From an optimization exercise on the open Yosys and OpenROAD flow, aimed at small area, a short achievable clock period and few clock cycles; shortcuts taken in it are not production practice.
The RTL was checked by simulation tests, not by an equivalence proof against the original design.

==> inputs of yarrow <==
Design sha2_digest, start of the top module:
module sha2_digest (
  input  wire         clk,
  input  wire         rst,
  input  wire         in_valid,
  output wire         in_ready,
  input  wire [63:0]  in_data,
  input  wire [3:0]   in_alg,
  input  wire         in_last,
  input  wire [3:0]   in_nbytes,
  output reg          out_valid,
  output reg          out_err,
  output reg  [511:0] out_digest
);
Settings: LEC_CHECK=0, CAP_MARGIN=20, CORE_MARGIN=2, CORE_UTILIZATION=30, PLACE_DENSITY=0.42, SLEW_MARGIN=20, SYNTH_MEMORY_MAX_BITS=16384; clock period 12.0 ns.
run.sh (not shown) runs the stock make flow with config.mk's settings and CLKGATE_MAP_FILE= SYNTH_SCRIPT=/design/flow/synth_recipe.tcl, a recipe that flattens the netlist after the stock synthesis.
==> inputs of ember, as changes to yarrow <==
--- a/flow/design.v
+++ b/flow/design.v
@@ -140,15 +140,15 @@
       endcase
     end
   endfunction
   function automatic [63:0] kf(input c256, input [6:0] t);
     reg [63:0] v;
     begin
       v = kconst(t);
-      kf = c256 ? {v[31:0], v[63:32]} : v;
+      kf = {v[63:32], c256 ? v[63:32] : v[31:0]};
     end
   endfunction
   function automatic [63:0] bswap64(input [63:0] x);
     bswap64 = {x[7:0], x[15:8], x[23:16], x[31:24],
                x[39:32], x[47:40], x[55:48], x[63:56]};
   endfunction
   function automatic [31:0] bswap32(input [31:0] x);
@@ -235,40 +235,47 @@
   reg  [1:0]  c_alg;
   reg         c_first;
   reg         c_final;
   reg  [4:0]  wcnt;            
   reg         ldab;            
   reg  [3:0]  rot;             
   reg         stash_v;         
+  reg         pk_q;            
+  reg         pk_ok;           
   reg  [1:0]  nb_alg;          
   reg         nb_first;
   reg         nb_final;
   reg  [63:0] hs [0:7];        
   reg  [63:0] wv [0:7];        
   reg  [63:0] w  [0:15];       
   reg  [63:0] pre;             
-  wire c256   = (c_alg == A_256);
-  wire lr     = busy && (rc == (c256 ? 7'd63 : 7'd79));    
-  wire r_m3   = busy && (rc == (c256 ? 7'd61 : 7'd77));
-  wire r_m2   = busy && (rc == (c256 ? 7'd62 : 7'd78));
-  wire ldph   = busy && (c256 ? (rc >= 7'd48) : (rc >= 7'd64));
+  reg         c256;            
+  reg  [6:0]  rk;              
+  reg  [63:0] kreg;            
+  reg         lr;              
+  reg         r_m3;            
+  reg         r_m2;
+  reg         ldph;            
+  reg         hx_hs, hx_256, hx_384, hx_512;   
   wire idle_ld = !busy && (rot == 4'd0);
   wire slot   = (wcnt != 5'd16) && ((ldph && !ldab) || idle_ld);
   wire take_s = slot && stash_v;
   wire wnt    = slot && !stash_v;
-  wire take_p = wnt && pw_valid;
+  wire take_p = wnt && (busy ? pw_valid : (in_state == S_PAD || (pk_ok && !err_pend)));
   wire take   = take_s || take_p;
+  wire idle_take = idle_ld && (wcnt != 5'd16) &&
+                   (stash_v || in_state == S_PAD || (pk_ok && !err_pend));
   wire prep   = idle_ld && (wcnt == 5'd16);
   wire imm    = lr && take;                  
   wire start  = imm || prep;
   wire nb_final_now = nb_final || (take_p && pw_len);
   wire w256   = (word_alg == A_256);
   wire err_fire = err_pend && !busy && (wcnt == 5'd0) && (rot == 4'd0) && !stash_v;
   assign in_ready = (in_state == S_DATA) && !err_pend &&
-                    (wnt || (!msg_start && cur_alg == A_ERR));
+                    ((wnt && (busy || pk_q)) || (!msg_start && cur_alg == A_ERR));
   wire accept = in_valid && in_ready;
   wire blk_done = take_p && (pcnt == last_idx);
   always @(posedge clk) begin
     if (rst) begin
       in_state  <= S_DATA;
       msg_start <= 1'b1;
       cur_alg   <= A_ERR;
@@ -318,24 +325,39 @@
     end
   end
   always @(posedge clk) begin
     if (rst) begin
       busy     <= 1'b0;
       rc       <= 7'd0;
       c_alg    <= A_ERR;
+      c256     <= 1'b0;
+      rk       <= 7'd0;
+      lr       <= 1'b0;
+      hx_hs    <= 1'b0;
+      hx_256   <= 1'b0;
+      hx_384   <= 1'b0;
+      hx_512   <= 1'b0;
+      r_m3     <= 1'b0;
+      r_m2     <= 1'b0;
+      ldph     <= 1'b0;
       c_first  <= 1'b0;
       c_final  <= 1'b0;
       wcnt     <= 5'd0;
       ldab     <= 1'b0;
       rot      <= 4'd0;
       stash_v  <= 1'b0;
       nb_alg   <= A_ERR;
       nb_first <= 1'b0;
       nb_final <= 1'b0;
+      pk_q     <= 1'b0;
+      pk_ok    <= 1'b0;
     end else begin
+      pk_q  <= in_valid && !accept;
+      pk_ok <= in_valid && !accept &&
+               (msg_start ? (alg_code(in_alg) != A_ERR) : (cur_alg != A_ERR));
       if (take_p) begin
         stash_v <= w256;
         if (pcnt == 4'd0) begin
           nb_alg   <= word_alg;
           nb_first <= first_word || first_blk;
           nb_final <= 1'b0;
         end
@@ -348,27 +370,49 @@
         ldab <= 1'b1;
       if (!busy && rot != 4'd0)
         rot <= rot - 4'd1;
       if (start)
         wcnt <= 5'd0;
       else if (take)
         wcnt <= wcnt + 5'd1;
+      lr   <= 1'b0;
+      hx_hs  <= 1'b0;
+      hx_256 <= 1'b0;
+      hx_384 <= 1'b0;
+      hx_512 <= 1'b0;
+      r_m3 <= 1'b0;
+      r_m2 <= 1'b0;
+      ldph <= 1'b0;
       if (start) begin
         busy    <= 1'b1;
         rc      <= 7'd0;
+        rk      <= 7'd2;
         c_alg   <= nb_alg;
+        c256    <= (nb_alg == A_256);
         c_first <= nb_first;
         c_final <= nb_final_now;
         ldab    <= 1'b0;
+        nb_first <= 1'b0;
       end else if (lr) begin
         busy    <= 1'b0;
         ldab    <= 1'b0;
         rot     <= wcnt[3:0];
       end else if (busy) begin
         rc      <= rc + 7'd1;
+        rk      <= rk + 7'd1;
+        lr      <= (rc == (c256 ? 7'd62 : 7'd78));
+        if (rc == (c256 ? 7'd62 : 7'd78)) begin
+          hx_hs  <= !c_first;
+          hx_256 <= c_first && c256;
+          hx_384 <= c_first && (c_alg == A_384);
+          hx_512 <= c_first && (c_alg == A_512);
+        end
+        r_m2    <= (rc == (c256 ? 7'd61 : 7'd77));
+        r_m3    <= (rc == (c256 ? 7'd60 : 7'd76));
+        ldph    <= (rc >= (c256 ? 7'd47 : 7'd63));
       end
     end
   end
   reg  [63:0] s0, s1, ch, maj, ws0, ws1;
   always @* begin
     s1  = rotr64(wv[4], 14) ^ rotr64(wv[4], 18) ^ rotr64(wv[4], 41);
     s0  = rotr64(wv[0], 28) ^ rotr64(wv[0], 34) ^ rotr64(wv[0], 39);
@@ -379,16 +423,18 @@
       s0[31:0]  = rotr32(wv[0][31:0], 2) ^ rotr32(wv[0][31:0], 13) ^ rotr32(wv[0][31:0], 22);
       ws0[31:0] = rotr32(w[1][31:0], 7) ^ rotr32(w[1][31:0], 18) ^ (w[1][31:0] >> 3);
       ws1[31:0] = rotr32(w[14][31:0], 17) ^ rotr32(w[14][31:0], 19) ^ (w[14][31:0] >> 10);
     end
     ch  = (wv[4] & wv[5]) ^ (~wv[4] & wv[6]);
     maj = (wv[0] & wv[1]) ^ (wv[0] & wv[2]) ^ (wv[1] & wv[2]);
   end
-  wire [63:0] hx0 = lr ? (c_first ? ivf(c_alg, 3'd0) : hs[0]) : 64'h0;
-  wire [63:0] hx4 = lr ? (c_first ? ivf(c_alg, 3'd4) : hs[4]) : 64'h0;
+  wire [63:0] hx0 = ({64{hx_hs}}  & hs[0]) | ({64{hx_256}} & ivf(A_256, 3'd0)) |
+                    ({64{hx_384}} & ivf(A_384, 3'd0)) | ({64{hx_512}} & ivf(A_512, 3'd0));
+  wire [63:0] hx4 = ({64{hx_hs}}  & hs[4]) | ({64{hx_256}} & ivf(A_256, 3'd4)) |
+                    ({64{hx_384}} & ivf(A_384, 3'd4)) | ({64{hx_512}} & ivf(A_512, 3'd4));
   wire [63:0] e1s = csa_s(pre, wv[3], hx4);
   wire [63:0] e1c = csa_c(pre, wv[3], hx4);
   wire [63:0] e2s = csa_s(s1, ch, e1s);
   wire [63:0] e2c = csa_c(s1, ch, e1s);
   wire [63:0] e3s = csa_s(e2s, e2c, e1c);
   wire [63:0] e3c = csa_c(e2s, e2c, e1c);
   wire [63:0] new_e = e3s + e3c;
@@ -410,27 +456,28 @@
   wire [63:0] opA  = c_first ? ivf(c_alg, hk_a) : hs[hk_a];
   wire [63:0] opE  = c_first ? ivf(c_alg, hk_a + 3'd4) : hs[hk_a + 3'd4];
   wire [63:0] addA = opA + wv[0];
   wire [63:0] addE = opE + wv[4];
   wire        rnext = busy && !lr;
   wire [63:0] pre_h = rnext ? wv[6] : (nb_first ? ivf(nb_alg, 3'd7) : hs[7]);
   wire [63:0] pre_w = busy ? w[1] : w[0];
-  wire [63:0] pre_k = rnext ? kf(c256, rc + 7'd1) : kf(nb_alg == A_256, 7'd0);
+  wire [63:0] pre_k = rnext ? kreg : kf(nb_alg == A_256, 7'd0);
   wire [63:0] p1s = csa_s(pre_h, pre_w, pre_k);
   wire [63:0] p1c = csa_c(pre_h, pre_w, pre_k);
   wire [31:0] lw_lo = stash_v ? w[15][63:32] :
                       w256 ? bswap32(pw[31:0]) : bswap32(pw[63:32]);
   wire [31:0] lw_hi = w256 ? bswap32(pw[63:32]) : bswap32(pw[31:0]);
   integer i;
   always @(posedge clk) begin
     pre <= p1s + p1c;
-    if (busy || (rot != 4'd0) || take) begin
+    kreg <= start ? kf(nb_alg == A_256, 7'd1) : kf(c256, rk);
+    if (busy || (rot != 4'd0) || idle_take) begin
       for (i = 0; i < 15; i = i + 1)
         w[i] <= w[i+1];
-      if (busy && !take)
+      if (busy && !ldph)
         w[15] <= new_w;
       else if (!busy && rot != 4'd0)
         w[15] <= w[0];
       else
         w[15] <= {lw_hi, lw_lo};
     end
     if (r_m3) begin
@@ -443,27 +490,30 @@
     end
     if (lr) begin
       hs[1] <= addA;
       hs[5] <= addE;
       hs[0] <= new_a;
       hs[4] <= new_e;
     end
-    if ((imm || prep) && nb_first) begin
+    if ((lr || prep) && nb_first) begin
       for (i = 0; i < 8; i = i + 1)
         wv[i] <= ivf(nb_alg, i);
     end else if (lr) begin
       wv[0] <= new_a;
       wv[1] <= addA;
       wv[2] <= hs[2];
       wv[3] <= hs[3];
       wv[4] <= new_e;
       wv[5] <= addE;
       wv[6] <= hs[6];
       wv[7] <= hs[7];
-    end else if (busy) begin
+    end else if (prep) begin
+      for (i = 0; i < 8; i = i + 1)
+        wv[i] <= hs[i];
+    end else begin
       wv[0] <= new_a;
       wv[1] <= wv[0];
       wv[2] <= wv[1];
       wv[3] <= wv[2];
       wv[4] <= new_e;
       wv[5] <= wv[4];
       wv[6] <= wv[5];
==> flow/flow/run.sh (new file) <==
#!/bin/bash
# The standard ORFS layout (standard.sh) with one change: timing repair aims
# for 7 ns of setup slack at the design's 12 ns clock instead of 0, so the
# layout is optimised towards a shorter achieved period. The SDC, the clock
# period and every other step are the standard flow's own.
set -euo pipefail
bash standard.sh SETUP_SLACK_MARGIN=7 finish > standard_make.log 2>&1
==> flow/standard.sh (new file) <==
#!/bin/bash
# synth_recipe.tcl (not shown) runs the flow's synth.tcl, then flattens the netlist and writes it again
# the make line also repeats each setting of config.mk as NAME=value (left out here)
make -C /OpenROAD-flow-scripts/flow DESIGN_CONFIG=/design/flow/config.mk WORK_HOME=/design/flow/orfs CLKGATE_MAP_FILE= SYNTH_SCRIPT=/design/flow/synth_recipe.tcl "${@:-finish}"
==> flow/config.mk (replaced) <==
export PLATFORM = sky130hd
export DESIGN_NAME = sha2_digest
export DESIGN_NICKNAME = sha2_digest
export VERILOG_FILES = /design/flow/design.v
export SDC_FILE = /design/flow/constraint.sdc
export NUM_CORES = 4
export LEC_CHECK = 0
export CAP_MARGIN = 20
export CORE_MARGIN = 2
export CORE_UTILIZATION = 40
export PLACE_DENSITY = 0.55
export SLEW_MARGIN = 20
export SYNTH_MEMORY_MAX_BITS = 16384
removed: flow/run.sh
==> inputs of cedar, as changes to yarrow <==
--- a/flow/design.v
+++ b/flow/design.v
@@ -140,15 +140,15 @@
       endcase
     end
   endfunction
   function automatic [63:0] kf(input c256, input [6:0] t);
     reg [63:0] v;
     begin
       v = kconst(t);
-      kf = c256 ? {v[31:0], v[63:32]} : v;
+      kf = {v[63:32], c256 ? v[63:32] : v[31:0]};
     end
   endfunction
   function automatic [63:0] bswap64(input [63:0] x);
     bswap64 = {x[7:0], x[15:8], x[23:16], x[31:24],
                x[39:32], x[47:40], x[55:48], x[63:56]};
   endfunction
   function automatic [31:0] bswap32(input [31:0] x);
@@ -235,40 +235,47 @@
   reg  [1:0]  c_alg;
   reg         c_first;
   reg         c_final;
   reg  [4:0]  wcnt;            
   reg         ldab;            
   reg  [3:0]  rot;             
   reg         stash_v;         
+  reg         pk_q;            
+  reg         pk_ok;           
   reg  [1:0]  nb_alg;          
   reg         nb_first;
   reg         nb_final;
   reg  [63:0] hs [0:7];        
   reg  [63:0] wv [0:7];        
   reg  [63:0] w  [0:15];       
-  reg  [63:0] pre;             
-  wire c256   = (c_alg == A_256);
-  wire lr     = busy && (rc == (c256 ? 7'd63 : 7'd79));    
-  wire r_m3   = busy && (rc == (c256 ? 7'd61 : 7'd77));
-  wire r_m2   = busy && (rc == (c256 ? 7'd62 : 7'd78));
-  wire ldph   = busy && (c256 ? (rc >= 7'd48) : (rc >= 7'd64));
+  reg  [63:0] pre_a;           
+  reg  [63:0] pre_e;           
+  reg         c256;            
+  reg  [6:0]  rk;              
+  reg  [63:0] kreg;            
+  reg         lr;              
+  reg         r_m3;            
+  reg         r_m2;
+  reg         ldph;            
   wire idle_ld = !busy && (rot == 4'd0);
   wire slot   = (wcnt != 5'd16) && ((ldph && !ldab) || idle_ld);
   wire take_s = slot && stash_v;
   wire wnt    = slot && !stash_v;
-  wire take_p = wnt && pw_valid;
+  wire take_p = wnt && (busy ? pw_valid : (in_state == S_PAD || (pk_ok && !err_pend)));
   wire take   = take_s || take_p;
+  wire idle_take = idle_ld && (wcnt != 5'd16) &&
+                   (stash_v || in_state == S_PAD || (pk_ok && !err_pend));
   wire prep   = idle_ld && (wcnt == 5'd16);
   wire imm    = lr && take;                  
   wire start  = imm || prep;
   wire nb_final_now = nb_final || (take_p && pw_len);
   wire w256   = (word_alg == A_256);
   wire err_fire = err_pend && !busy && (wcnt == 5'd0) && (rot == 4'd0) && !stash_v;
   assign in_ready = (in_state == S_DATA) && !err_pend &&
-                    (wnt || (!msg_start && cur_alg == A_ERR));
+                    ((wnt && (busy || pk_q)) || (!msg_start && cur_alg == A_ERR));
   wire accept = in_valid && in_ready;
   wire blk_done = take_p && (pcnt == last_idx);
   always @(posedge clk) begin
     if (rst) begin
       in_state  <= S_DATA;
       msg_start <= 1'b1;
       cur_alg   <= A_ERR;
@@ -318,24 +325,35 @@
     end
   end
   always @(posedge clk) begin
     if (rst) begin
       busy     <= 1'b0;
       rc       <= 7'd0;
       c_alg    <= A_ERR;
+      c256     <= 1'b0;
+      rk       <= 7'd0;
+      lr       <= 1'b0;
+      r_m3     <= 1'b0;
+      r_m2     <= 1'b0;
+      ldph     <= 1'b0;
       c_first  <= 1'b0;
       c_final  <= 1'b0;
       wcnt     <= 5'd0;
       ldab     <= 1'b0;
       rot      <= 4'd0;
       stash_v  <= 1'b0;
       nb_alg   <= A_ERR;
       nb_first <= 1'b0;
       nb_final <= 1'b0;
+      pk_q     <= 1'b0;
+      pk_ok    <= 1'b0;
     end else begin
+      pk_q  <= in_valid && !accept;
+      pk_ok <= in_valid && !accept &&
+               (msg_start ? (alg_code(in_alg) != A_ERR) : (cur_alg != A_ERR));
       if (take_p) begin
         stash_v <= w256;
         if (pcnt == 4'd0) begin
           nb_alg   <= word_alg;
           nb_first <= first_word || first_blk;
           nb_final <= 1'b0;
         end
@@ -348,27 +366,39 @@
         ldab <= 1'b1;
       if (!busy && rot != 4'd0)
         rot <= rot - 4'd1;
       if (start)
         wcnt <= 5'd0;
       else if (take)
         wcnt <= wcnt + 5'd1;
+      lr   <= 1'b0;
+      r_m3 <= 1'b0;
+      r_m2 <= 1'b0;
+      ldph <= 1'b0;
       if (start) begin
         busy    <= 1'b1;
         rc      <= 7'd0;
+        rk      <= 7'd2;
         c_alg   <= nb_alg;
+        c256    <= (nb_alg == A_256);
         c_first <= nb_first;
         c_final <= nb_final_now;
         ldab    <= 1'b0;
+        nb_first <= 1'b0;
       end else if (lr) begin
         busy    <= 1'b0;
         ldab    <= 1'b0;
         rot     <= wcnt[3:0];
       end else if (busy) begin
         rc      <= rc + 7'd1;
+        rk      <= rk + 7'd1;
+        lr      <= (rc == (c256 ? 7'd62 : 7'd78));
+        r_m2    <= (rc == (c256 ? 7'd61 : 7'd77));
+        r_m3    <= (rc == (c256 ? 7'd60 : 7'd76));
+        ldph    <= (rc >= (c256 ? 7'd47 : 7'd63));
       end
     end
   end
   reg  [63:0] s0, s1, ch, maj, ws0, ws1;
   always @* begin
     s1  = rotr64(wv[4], 14) ^ rotr64(wv[4], 18) ^ rotr64(wv[4], 41);
     s0  = rotr64(wv[0], 28) ^ rotr64(wv[0], 34) ^ rotr64(wv[0], 39);
@@ -379,58 +409,62 @@
       s0[31:0]  = rotr32(wv[0][31:0], 2) ^ rotr32(wv[0][31:0], 13) ^ rotr32(wv[0][31:0], 22);
       ws0[31:0] = rotr32(w[1][31:0], 7) ^ rotr32(w[1][31:0], 18) ^ (w[1][31:0] >> 3);
       ws1[31:0] = rotr32(w[14][31:0], 17) ^ rotr32(w[14][31:0], 19) ^ (w[14][31:0] >> 10);
     end
     ch  = (wv[4] & wv[5]) ^ (~wv[4] & wv[6]);
     maj = (wv[0] & wv[1]) ^ (wv[0] & wv[2]) ^ (wv[1] & wv[2]);
   end
-  wire [63:0] hx0 = lr ? (c_first ? ivf(c_alg, 3'd0) : hs[0]) : 64'h0;
-  wire [63:0] hx4 = lr ? (c_first ? ivf(c_alg, 3'd4) : hs[4]) : 64'h0;
-  wire [63:0] e1s = csa_s(pre, wv[3], hx4);
-  wire [63:0] e1c = csa_c(pre, wv[3], hx4);
-  wire [63:0] e2s = csa_s(s1, ch, e1s);
-  wire [63:0] e2c = csa_c(s1, ch, e1s);
-  wire [63:0] e3s = csa_s(e2s, e2c, e1c);
-  wire [63:0] e3c = csa_c(e2s, e2c, e1c);
-  wire [63:0] new_e = e3s + e3c;
-  wire [63:0] a1s = csa_s(pre, hx0, ch);
-  wire [63:0] a1c = csa_c(pre, hx0, ch);
-  wire [63:0] a2s = csa_s(s1, s0, maj);
-  wire [63:0] a2c = csa_c(s1, s0, maj);
-  wire [63:0] a3s = csa_s(a1s, a1c, a2s);
-  wire [63:0] a3c = csa_c(a1s, a1c, a2s);
-  wire [63:0] a4s = csa_s(a3s, a3c, a2c);
-  wire [63:0] a4c = csa_c(a3s, a3c, a2c);
-  wire [63:0] new_a = a4s + a4c;
+  reg  [63:0] hx4;             
+  wire [63:0] e1s = csa_s(s1, ch, pre_e);
+  wire [63:0] e1c = csa_c(s1, ch, pre_e);
+  wire [63:0] e2s = csa_s(e1s, e1c, hx4);
+  wire [63:0] e2c = csa_c(e1s, e1c, hx4);
+  wire [63:0] new_e = e2s + e2c;
+  wire [63:0] a1s = csa_s(ch, maj, pre_a);
+  wire [63:0] a1c = csa_c(ch, maj, pre_a);
+  wire [63:0] a2s = csa_s(s1, s0, a1s);
+  wire [63:0] a2c = csa_c(s1, s0, a1s);
+  wire [63:0] a3s = csa_s(a2s, a2c, a1c);
+  wire [63:0] a3c = csa_c(a2s, a2c, a1c);
+  wire [63:0] new_a = a3s + a3c;
   wire [63:0] w1s = csa_s(ws1, w[9], ws0);
   wire [63:0] w1c = csa_c(ws1, w[9], ws0);
   wire [63:0] w2s = csa_s(w1s, w1c, w[0]);
   wire [63:0] w2c = csa_c(w1s, w1c, w[0]);
   wire [63:0] new_w = w2s + w2c;
   wire [2:0]  hk_a = r_m3 ? 3'd3 : r_m2 ? 3'd2 : 3'd1;
   wire [63:0] opA  = c_first ? ivf(c_alg, hk_a) : hs[hk_a];
   wire [63:0] opE  = c_first ? ivf(c_alg, hk_a + 3'd4) : hs[hk_a + 3'd4];
   wire [63:0] addA = opA + wv[0];
   wire [63:0] addE = opE + wv[4];
   wire        rnext = busy && !lr;
   wire [63:0] pre_h = rnext ? wv[6] : (nb_first ? ivf(nb_alg, 3'd7) : hs[7]);
+  wire [63:0] pre_d = rnext ? wv[2] : (nb_first ? ivf(nb_alg, 3'd3) : hs[3]);
   wire [63:0] pre_w = busy ? w[1] : w[0];
-  wire [63:0] pre_k = rnext ? kf(c256, rc + 7'd1) : kf(nb_alg == A_256, 7'd0);
+  wire [63:0] pre_k = rnext ? kreg : kf(nb_alg == A_256, 7'd0);
+  wire [63:0] hxa = r_m2 ? (c_first ? ivf(c_alg, 3'd0) : hs[0]) : 64'h0;
   wire [63:0] p1s = csa_s(pre_h, pre_w, pre_k);
   wire [63:0] p1c = csa_c(pre_h, pre_w, pre_k);
+  wire [63:0] pas = csa_s(p1s, p1c, hxa);
+  wire [63:0] pac = csa_c(p1s, p1c, hxa);
+  wire [63:0] p2s = csa_s(p1s, p1c, pre_d);
+  wire [63:0] p2c = csa_c(p1s, p1c, pre_d);
   wire [31:0] lw_lo = stash_v ? w[15][63:32] :
                       w256 ? bswap32(pw[31:0]) : bswap32(pw[63:32]);
   wire [31:0] lw_hi = w256 ? bswap32(pw[63:32]) : bswap32(pw[31:0]);
   integer i;
   always @(posedge clk) begin
-    pre <= p1s + p1c;
-    if (busy || (rot != 4'd0) || take) begin
+    pre_a <= pas + pac;
+    pre_e <= p2s + p2c;
+    hx4   <= r_m2 ? (c_first ? ivf(c_alg, 3'd4) : hs[4]) : 64'h0;
+    kreg <= start ? kf(nb_alg == A_256, 7'd1) : kf(c256, rk);
+    if (busy || (rot != 4'd0) || idle_take) begin
       for (i = 0; i < 15; i = i + 1)
         w[i] <= w[i+1];
-      if (busy && !take)
+      if (busy && !ldph)
         w[15] <= new_w;
       else if (!busy && rot != 4'd0)
         w[15] <= w[0];
       else
         w[15] <= {lw_hi, lw_lo};
     end
     if (r_m3) begin
@@ -443,27 +477,30 @@
     end
     if (lr) begin
       hs[1] <= addA;
       hs[5] <= addE;
       hs[0] <= new_a;
       hs[4] <= new_e;
     end
-    if ((imm || prep) && nb_first) begin
+    if ((lr || prep) && nb_first) begin
       for (i = 0; i < 8; i = i + 1)
         wv[i] <= ivf(nb_alg, i);
     end else if (lr) begin
       wv[0] <= new_a;
       wv[1] <= addA;
       wv[2] <= hs[2];
       wv[3] <= hs[3];
       wv[4] <= new_e;
       wv[5] <= addE;
       wv[6] <= hs[6];
       wv[7] <= hs[7];
-    end else if (busy) begin
+    end else if (prep) begin
+      for (i = 0; i < 8; i = i + 1)
+        wv[i] <= hs[i];
+    end else begin
       wv[0] <= new_a;
       wv[1] <= wv[0];
       wv[2] <= wv[1];
       wv[3] <= wv[2];
       wv[4] <= new_e;
       wv[5] <= wv[4];
       wv[6] <= wv[5];
==> flow/flow/run.sh (new file) <==
#!/bin/bash
# The standard ORFS layout (standard.sh) with one change: timing repair aims
# for 7 ns of setup slack at the design's 12 ns clock instead of 0, so the
# layout is optimised towards a shorter achieved period. The SDC, the clock
# period and every other step are the standard flow's own.
set -euo pipefail
bash standard.sh SETUP_SLACK_MARGIN=6.5 finish > standard_make.log 2>&1
==> flow/standard.sh (new file) <==
#!/bin/bash
# synth_recipe.tcl (not shown) runs the flow's synth.tcl, then flattens the netlist and writes it again
# the make line also repeats each setting of config.mk as NAME=value (left out here)
make -C /OpenROAD-flow-scripts/flow DESIGN_CONFIG=/design/flow/config.mk WORK_HOME=/design/flow/orfs CLKGATE_MAP_FILE= SYNTH_SCRIPT=/design/flow/synth_recipe.tcl "${@:-finish}"
==> flow/config.mk (replaced) <==
export PLATFORM = sky130hd
export DESIGN_NAME = sha2_digest
export DESIGN_NICKNAME = sha2_digest
export VERILOG_FILES = /design/flow/design.v
export SDC_FILE = /design/flow/constraint.sdc
export NUM_CORES = 4
export LEC_CHECK = 0
export CAP_MARGIN = 40
export CORE_MARGIN = 2
export CORE_UTILIZATION = 45
export PLACE_DENSITY = 0.6
export SLEW_MARGIN = 40
export SYNTH_MEMORY_MAX_BITS = 16384
removed: flow/run.sh
==> run notes <==
* Post-DP HPWL at 690000 um
* Status: finished clean
* Core area at around 460000 um^2
* Final setup margin at about 2400 ps
* Slowest CP cell: a211oi_1
-- figures above: yarrow

==> run notes <==
* # Max-Cap Violations at 2
* Status: complete, but fails checks
* Failing Checks: max-capacitance violations, max-slew violations
* Max-slew violation count at 10
* Post-DP HPWL at a little under 700000 um
* Slowest CP cell: a21oi_1
-- figures above: ember

==> run notes <==
* Slowest CP cell: a2111oi_4
* Failing Checks: antenna violations
* Status: complete, but fails checks
* Core area at between 300000 and 400000 um^2
* Post-route ant nets at 2
* Final setup margin at around 6000 ps
-- figures above: cedar

Testbench counts of yarrow, summed over its fixed seeds: cycles 74,336.
Testbench counts of ember, summed over its fixed seeds: cycles 74,399.
Testbench counts of cedar, summed over its fixed seeds: cycles 74,399.

## static timing again, ports no longer ideal
The flow's constraints put no driver on any port. The routed layouts listed below were extracted and timed again, unchanged, in two steps. Step 1 (the two cells are an assumption about what drives the block):
set clk [get_ports {clk}]
set_driving_cell -lib_cell sky130_fd_sc_hd__clkbuf_16 $clk
set_driving_cell -lib_cell sky130_fd_sc_hd__buf_2 [delete_from_list [all_inputs] $clk]
Step 2 times the ports against the registers' clock, not the clock port: input delays grow and output delays shrink by t, the midpoint of the rising clock arrivals with the driver on. a / b / c = no drivers / after step 1 / after step 2; a / b = the first two.
| run | shift t [ns] | slack for setup (ns) | hold WS [ns] | clock arrival spread, ns | worst slew at a driven data input, ns |
|---|---|---|---|---|---|
| yarrow | 1.054 | 2.422 / 2.422 / 2.422 | 0.323 / 0.323 / 0.323 | 0.130 / 0.131 | 0.18 |
| ember | 1.098 | 6.031 / 6.031 / 5.959 | 0.394 / 0.394 / 0.394 | 0.088 / 0.087 | 0.33 |
| cedar | 1.046 | 6.103 / 6.103 / 5.565 | 0.402 / 0.402 / 0.402 | 0.056 / 0.057 | 0.18 |
For cedar, which loses most, drivers alone change the setup slack by 0.000 ns; drivers and shift together by -0.538 ns.
